Context: an optimization exercise on an open-source flow, tuned for small area, a short achievable clock period and few clock cycles per item. The choices shown serve that exercise and are no tape-out recipe.

## xu_aes
module xu_aes (
    input  wire         clk,
    input  wire         rst,         
    input  wire         in_valid,
    output wire         in_ready,
    input  wire         in_key256,   
    input  wire [255:0] in_key,
    input  wire [127:0] in_block,
    output reg          out_valid,
    output wire [127:0] out_data
);
  function [7:0] xtime;
    input [7:0] b;
    xtime = {b[6:0], 1'b0} ^ (b[7] ? 8'h1b : 8'h00);
  endfunction
  localparam NC = 1;
  reg [NC-1:0] q_act;      
  reg [NC-1:0] q_k256;
  reg  [3:0]  q_rnd;       
  reg  [7:0]  q_rcon;
  reg         q_rot;       
  reg [127:0] q_state;
  reg [127:0] q_ka;        
  reg [127:0] q_kb;        
  reg         p_act;
  reg [NC-1:0] p_k256;
  reg  [3:0]  p_rnd;       
  reg [NC-1:0] p_last;     
  reg [NC-1:0] p_cont;     
  reg  [7:0]  p_rcon;
  reg         p_rot;
  reg [287:0] p_m;         
  reg  [71:0] p_km;        
  reg [127:0] p_ka;
  reg [127:0] p_kb;
  reg [127:0] r_out;       
  assign out_data = r_out;
  genvar gi;
  wire order_ok = !q_act[0] || !q_k256[0] || (q_rnd >= 4'd4);
  reg  r_ready;
  assign in_ready = r_ready;
  wire       lastq0     = q_k256[0] ? (q_rnd == 4'd13) : (q_rnd == 4'd9);
  wire       p_cont_n   = q_act[0] && !lastq0;
  wire       q_act_n    = p_cont[0] || (in_valid && order_ok);
  wire       q_k256_n   = p_cont[0] ? p_k256[0] : in_key256;
  wire [3:0] q_rnd_n    = p_cont[0] ? p_rnd : 4'd0;
  wire       order_ok_n = !q_act_n || !q_k256_n || (q_rnd_n >= 4'd4);
  ...
==> module xu_aes, before the edit <==
module xu_aes (
    input  wire         clk,
    input  wire         rst,         
    input  wire         in_valid,
    output wire         in_ready,
    input  wire         in_key256,   
    input  wire [255:0] in_key,
    input  wire [127:0] in_block,
    output reg          out_valid,
    output wire [127:0] out_data
);
  function [7:0] xtime;
    input [7:0] b;
    xtime = {b[6:0], 1'b0} ^ (b[7] ? 8'h1b : 8'h00);
  endfunction
  localparam NC = 1;
  reg [NC-1:0] q_act;      
  reg [NC-1:0] q_k256;
  reg  [3:0]  q_rnd;       
  reg  [7:0]  q_rcon;
  reg         q_rot;       
  reg [127:0] q_state;
  reg [127:0] q_ka;        
  reg [127:0] q_kb;        
  reg         p_act;
  reg [NC-1:0] p_k256;
  reg  [3:0]  p_rnd;       
  reg [NC-1:0] p_last;     
  reg [NC-1:0] p_cont;     
  reg  [7:0]  p_rcon;
  reg         p_rot;
  reg [287:0] p_m;         
  reg  [71:0] p_km;        
  reg [127:0] p_ka;
  reg [127:0] p_kb;
  reg [127:0] r_out;       
  assign out_data = r_out;
  genvar gi;
  wire order_ok = !q_act[0] || !q_k256[0] || (q_rnd >= 4'd4);
  reg  r_ready;
  assign in_ready = r_ready;
  wire       lastq0     = q_k256[0] ? (q_rnd == 4'd13) : (q_rnd == 4'd9);
  wire       p_cont_n   = q_act[0] && !lastq0;
  wire       q_act_n    = p_cont[0] || (in_valid && order_ok);
  wire       q_k256_n   = p_cont[0] ? p_k256[0] : in_key256;
  wire [3:0] q_rnd_n    = p_cont[0] ? p_rnd : 4'd0;
  wire       order_ok_n = !q_act_n || !q_k256_n || (q_rnd_n >= 4'd4);
  always @(posedge clk) begin
    if (rst)
      r_ready <= 1'b1;
    else
      r_ready <= !p_cont_n && order_ok_n;
  end
  wire [127:0] act_w, k256_w, last_w;
  generate
    for (gi = 0; gi < 128; gi = gi + 1) begin : g_ctl
      assign act_w[gi]  = p_cont[gi * NC / 128];
      assign k256_w[gi] = p_k256[gi * NC / 128];
      assign last_w[gi] = p_last[gi * NC / 128];
    end
  endgenerate
  wire [287:0] m_nxt;
  wire  [71:0] km_nxt;
  generate
    for (gi = 0; gi < 16; gi = gi + 1) begin : g_sa
      xu_aes_sbox_top u_top (.a(q_state[8*gi +: 8]), .m(m_nxt[18*gi +: 18]));
    end
    for (gi = 0; gi < 4; gi = gi + 1) begin : g_ka
      xu_aes_sbox_top u_top (.a(q_kb[96 + 8*gi +: 8]), .m(km_nxt[18*gi +: 18]));
    end
  endgenerate
  always @(posedge clk) begin
    if (rst)
      p_act <= 1'b0;
    else
      p_act <= q_act[0];
    p_k256 <= q_k256;
    p_rnd  <= q_rnd + 4'd1;
    p_last <= (q_k256 & {NC{q_rnd == 4'd13}}) | (~q_k256 & {NC{q_rnd == 4'd9}});
    if (rst)
      p_cont <= {NC{1'b0}};
    else
      p_cont <= q_act & ~((q_k256 & {NC{q_rnd == 4'd13}}) | (~q_k256 & {NC{q_rnd == 4'd9}}));
    p_rcon <= q_rcon;
    p_rot  <= q_rot;
    p_m    <= m_nxt;
    p_km   <= km_nxt;
    p_ka   <= q_ka;
    p_kb   <= q_kb;
  end
  wire [127:0] sb;
  wire  [31:0] ksub;
  generate
    for (gi = 0; gi < 16; gi = gi + 1) begin : g_sb
      xu_aes_sbox_bot u_bot (.m(p_m[18*gi +: 18]), .y(sb[8*gi +: 8]));
    end
    for (gi = 0; gi < 4; gi = gi + 1) begin : g_kb
      xu_aes_sbox_bot u_bot (.m(p_km[18*gi +: 18]), .y(ksub[8*gi +: 8]));
    end
  endgenerate
  wire [127:0] sr;
  generate
    for (gi = 0; gi < 16; gi = gi + 1) begin : g_shift
      assign sr[8*gi +: 8] = sb[8*((gi + 4*(gi % 4)) % 16) +: 8];
    end
  endgenerate
  wire [127:0] mx;
  generate
    for (gi = 0; gi < 4; gi = gi + 1) begin : g_mix
      wire [7:0] a0 = sr[32*gi +: 8];
      wire [7:0] a1 = sr[32*gi + 8 +: 8];
      wire [7:0] a2 = sr[32*gi + 16 +: 8];
      wire [7:0] a3 = sr[32*gi + 24 +: 8];
      wire [7:0] t  = a0 ^ a1 ^ a2 ^ a3;
      assign mx[32*gi +: 8]      = t ^ xtime(a0 ^ a1);
      assign mx[32*gi + 8 +: 8]  = t ^ xtime(a1 ^ a2);
      assign mx[32*gi + 16 +: 8] = t ^ xtime(a2 ^ a3);
      assign mx[32*gi + 24 +: 8] = t ^ xtime(a3 ^ a0);
    end
  endgenerate
  wire [31:0]  kw_rot  = {ksub[7:0], ksub[31:8]};
  wire [31:0]  rc      = {24'd0, p_rot ? p_rcon : 8'd0};
  wire [31:0]  k0      = p_ka[31:0] ^ rc;
  wire [31:0]  k1      = k0 ^ p_ka[63:32];
  wire [31:0]  k2      = k1 ^ p_ka[95:64];
  wire [31:0]  k3      = k2 ^ p_ka[127:96];
  wire [31:0]  kw_t    = p_rot ? kw_rot : ksub;
  wire [127:0] knext   = {k3, k2, k1, k0} ^ {4{kw_t}};
  wire [127:0] rkey    = (k256_w & p_kb) | (~k256_w & knext);
  wire [127:0] round_out = sr ^ (mx & ~last_w) ^ rkey;
  wire [127:0] state_nxt = (act_w & round_out) | (~act_w & (in_block ^ in_key[127:0]));
  wire [127:0] kb_in  = {in_key256 ? in_key[255:224] : in_key[127:96], in_key[223:128]};
  integer c;
  always @(posedge clk) begin
    for (c = 0; c < NC; c = c + 1) begin
      if (rst)
        q_act[c] <= 1'b0;
      else
        q_act[c] <= p_cont[c] || (in_valid && order_ok);
      q_k256[c] <= p_cont[c] ? p_k256[c] : in_key256;
    end
    if (rst)
      out_valid <= 1'b0;
    else
      out_valid <= p_act && p_last[0];
    q_state <= state_nxt;
    r_out   <= round_out;
    q_ka    <= (act_w & rkey) | (~act_w & in_key[127:0]);
    q_kb    <= (act_w & knext) | (~act_w & kb_in);
    if (p_cont[0]) begin
      q_rnd  <= p_rnd;
      q_rcon <= p_rot ? xtime(p_rcon) : p_rcon;
      q_rot  <= !p_k256[0] || !p_rot;
    end else begin
      q_rnd  <= 4'd0;
      q_rcon <= 8'h01;
      q_rot  <= 1'b1;
    end
  end
endmodule
clock: 10.0 ns
lec_check: 0
abc_clock_period_in_ps: 5000
cap_margin: 20
core_margin: 2
core_utilization: 50
place_density: 0.6
setup_slack_margin: 5
slew_margin: 20
standard.sh (not shown) runs the stock make flow with config.mk's settings and CLKGATE_MAP_FILE= SYNTH_SCRIPT=/design/flow/synth_recipe.tcl, a recipe that flattens the netlist after the stock synthesis.
==> flow/flow/run.sh <==
#!/bin/bash
set -euo pipefail
W=$(pwd)
SETUP_MARGIN=6.5
cat > "$W/my_synth.tcl" <<EOT
proc abc {args} {
  set i [lsearch -exact \$args -script]
  if {\$i >= 0} { set args [lreplace \$args \$i [expr {\$i + 1}] -script $W/flow/abc_nf.script] }
  puts "abc with flow/abc_nf.script: \$args"
  yosys abc {*}\$args
}
source $W/synth_recipe.tcl
EOT
bash standard.sh SYNTH_SCRIPT="$W/my_synth.tcl" \
  BUFFER_PORTS_ARGS="-buffer_cell sky130_fd_sc_hd__buf_1" \
  SETUP_SLACK_MARGIN="$SETUP_MARGIN" finish > "$W/standard.log" 2>&1
==> flow/flow/abc_nf.script <==
strash
&get -n
&fraig -x
&put
scorr
dc2
dretime
strash
&get -n
&dch -f
&nf -R 10
&put
buffer -c
topo
stime -c
upsize -c
dnsize -c
Change:
--- a/flow/design.v
+++ b/flow/design.v
@@ -214,54 +214,39 @@
 );
   function [7:0] xtime;
     input [7:0] b;
     xtime = {b[6:0], 1'b0} ^ (b[7] ? 8'h1b : 8'h00);
   endfunction
-  localparam NC = 1;
+  localparam NC = 8;
   reg [NC-1:0] q_act;      
   reg [NC-1:0] q_k256;
   reg  [3:0]  q_rnd;       
   reg  [7:0]  q_rcon;
   reg         q_rot;       
   reg [127:0] q_state;
   reg [127:0] q_ka;        
   reg [127:0] q_kb;        
-  reg         p_act;
+  reg [NC-1:0] p_act;
   reg [NC-1:0] p_k256;
   reg  [3:0]  p_rnd;       
   reg [NC-1:0] p_last;     
-  reg [NC-1:0] p_cont;     
   reg  [7:0]  p_rcon;
   reg         p_rot;
   reg [287:0] p_m;         
   reg  [71:0] p_km;        
   reg [127:0] p_ka;
   reg [127:0] p_kb;
-  reg [127:0] r_out;       
-  assign out_data = r_out;
+  assign out_data = q_state;
   genvar gi;
   wire order_ok = !q_act[0] || !q_k256[0] || (q_rnd >= 4'd4);
-  reg  r_ready;
-  assign in_ready = r_ready;
-  wire       lastq0     = q_k256[0] ? (q_rnd == 4'd13) : (q_rnd == 4'd9);
-  wire       p_cont_n   = q_act[0] && !lastq0;
-  wire       q_act_n    = p_cont[0] || (in_valid && order_ok);
-  wire       q_k256_n   = p_cont[0] ? p_k256[0] : in_key256;
-  wire [3:0] q_rnd_n    = p_cont[0] ? p_rnd : 4'd0;
-  wire       order_ok_n = !q_act_n || !q_k256_n || (q_rnd_n >= 4'd4);
-  always @(posedge clk) begin
-    if (rst)
-      r_ready <= 1'b1;
-    else
-      r_ready <= !p_cont_n && order_ok_n;
-  end
+  assign in_ready = !p_act[0] && order_ok;
   wire [127:0] act_w, k256_w, last_w;
   generate
     for (gi = 0; gi < 128; gi = gi + 1) begin : g_ctl
-      assign act_w[gi]  = p_cont[gi * NC / 128];
-      assign k256_w[gi] = p_k256[gi * NC / 128];
-      assign last_w[gi] = p_last[gi * NC / 128];
+      assign act_w[gi]  = p_act[gi / 16];
+      assign k256_w[gi] = p_k256[gi / 16];
+      assign last_w[gi] = p_last[gi / 16];
     end
   endgenerate
   wire [287:0] m_nxt;
   wire  [71:0] km_nxt;
   generate
@@ -272,20 +257,16 @@
       xu_aes_sbox_top u_top (.a(q_kb[96 + 8*gi +: 8]), .m(km_nxt[18*gi +: 18]));
     end
   endgenerate
   always @(posedge clk) begin
     if (rst)
-      p_act <= 1'b0;
+      p_act <= {NC{1'b0}};
     else
-      p_act <= q_act[0];
+      p_act <= q_act;
     p_k256 <= q_k256;
     p_rnd  <= q_rnd + 4'd1;
     p_last <= (q_k256 & {NC{q_rnd == 4'd13}}) | (~q_k256 & {NC{q_rnd == 4'd9}});
-    if (rst)
-      p_cont <= {NC{1'b0}};
-    else
-      p_cont <= q_act & ~((q_k256 & {NC{q_rnd == 4'd13}}) | (~q_k256 & {NC{q_rnd == 4'd9}}));
     p_rcon <= q_rcon;
     p_rot  <= q_rot;
     p_m    <= m_nxt;
     p_km   <= km_nxt;
     p_ka   <= q_ka;
@@ -327,32 +308,33 @@
   wire [31:0]  k1      = k0 ^ p_ka[63:32];
   wire [31:0]  k2      = k1 ^ p_ka[95:64];
   wire [31:0]  k3      = k2 ^ p_ka[127:96];
   wire [31:0]  kw_t    = p_rot ? kw_rot : ksub;
   wire [127:0] knext   = {k3, k2, k1, k0} ^ {4{kw_t}};
-  wire [127:0] rkey    = (k256_w & p_kb) | (~k256_w & knext);
+  wire [127:0] k128    = {k3, k2, k1, k0} ^ {4{kw_rot}};
+  wire [127:0] rkey    = (k256_w & p_kb) | (~k256_w & k128);
   wire [127:0] round_out = sr ^ (mx & ~last_w) ^ rkey;
   wire [127:0] state_nxt = (act_w & round_out) | (~act_w & (in_block ^ in_key[127:0]));
+  wire [127:0] ka_run = (k256_w & p_kb) | (~k256_w & knext);
   wire [127:0] kb_in  = {in_key256 ? in_key[255:224] : in_key[127:96], in_key[223:128]};
   integer c;
   always @(posedge clk) begin
     for (c = 0; c < NC; c = c + 1) begin
       if (rst)
         q_act[c] <= 1'b0;
       else
-        q_act[c] <= p_cont[c] || (in_valid && order_ok);
-      q_k256[c] <= p_cont[c] ? p_k256[c] : in_key256;
+        q_act[c] <= p_act[c] ? !p_last[c] : (in_valid && order_ok);
+      q_k256[c] <= p_act[c] ? p_k256[c] : in_key256;
     end
     if (rst)
       out_valid <= 1'b0;
     else
-      out_valid <= p_act && p_last[0];
+      out_valid <= p_act[0] && p_last[0];
     q_state <= state_nxt;
-    r_out   <= round_out;
-    q_ka    <= (act_w & rkey) | (~act_w & in_key[127:0]);
+    q_ka    <= (act_w & ka_run) | (~act_w & in_key[127:0]);
     q_kb    <= (act_w & knext) | (~act_w & kb_in);
-    if (p_cont[0]) begin
+    if (p_act[0]) begin
       q_rnd  <= p_rnd;
       q_rcon <= p_rot ? xtime(p_rcon) : p_rcon;
       q_rot  <= !p_k256[0] || !p_rot;
     end else begin
       q_rnd  <= 4'd0;
- worst hold slack gains 6.1 ps
- count of clock-buffer cells in the layout goes down by 23
- area after synthesis goes up by 0.91%
- critical path depth goes down by 9
- first-iteration DRC count goes up by 1.2%
- global-route usage goes up by 2.3 points
- maximum frequency goes down by 2.8%
- setup slack loses 100 ps
- design area goes down by 3.3%
No run of this note included a check of the RTL's function; only the layout flow was run.

afterwards: timing with drivers on the ports:
The flow's constraints put no driver on any port. The routed layouts listed below were extracted and timed again, unchanged, in two steps.
Step 1 sets driving cells, clkbuf_16 on the clock port and buf_2 on the other inputs (assumed; they add their load-dependent delay and slew).
Step 2, shift: input delay + t, output delay - t, t = (earliest + latest rising clock arrival at the registers) / 2. This alone moves slack from input paths to output paths.
a / b / c = no drivers / after step 1 / after step 2; a / b = the first two.
run | t (ns) | setup slack, ns | latest minus earliest clock arrival (ns) | worst register clock-pin slew, ns
the first run | 0.822 | 6.481 / 6.481 / 6.214 | 0.036 / 0.037 | 0.07 / 0.07
the second run | 0.797 | 6.379 / 6.301 / 6.221 | 0.031 / 0.031 | 0.07 / 0.07
After both steps every run listed still meets setup and hold. The setup slack of the first run, which loses most, moves by 0.000 ns with the drivers and by -0.267 ns with both steps.
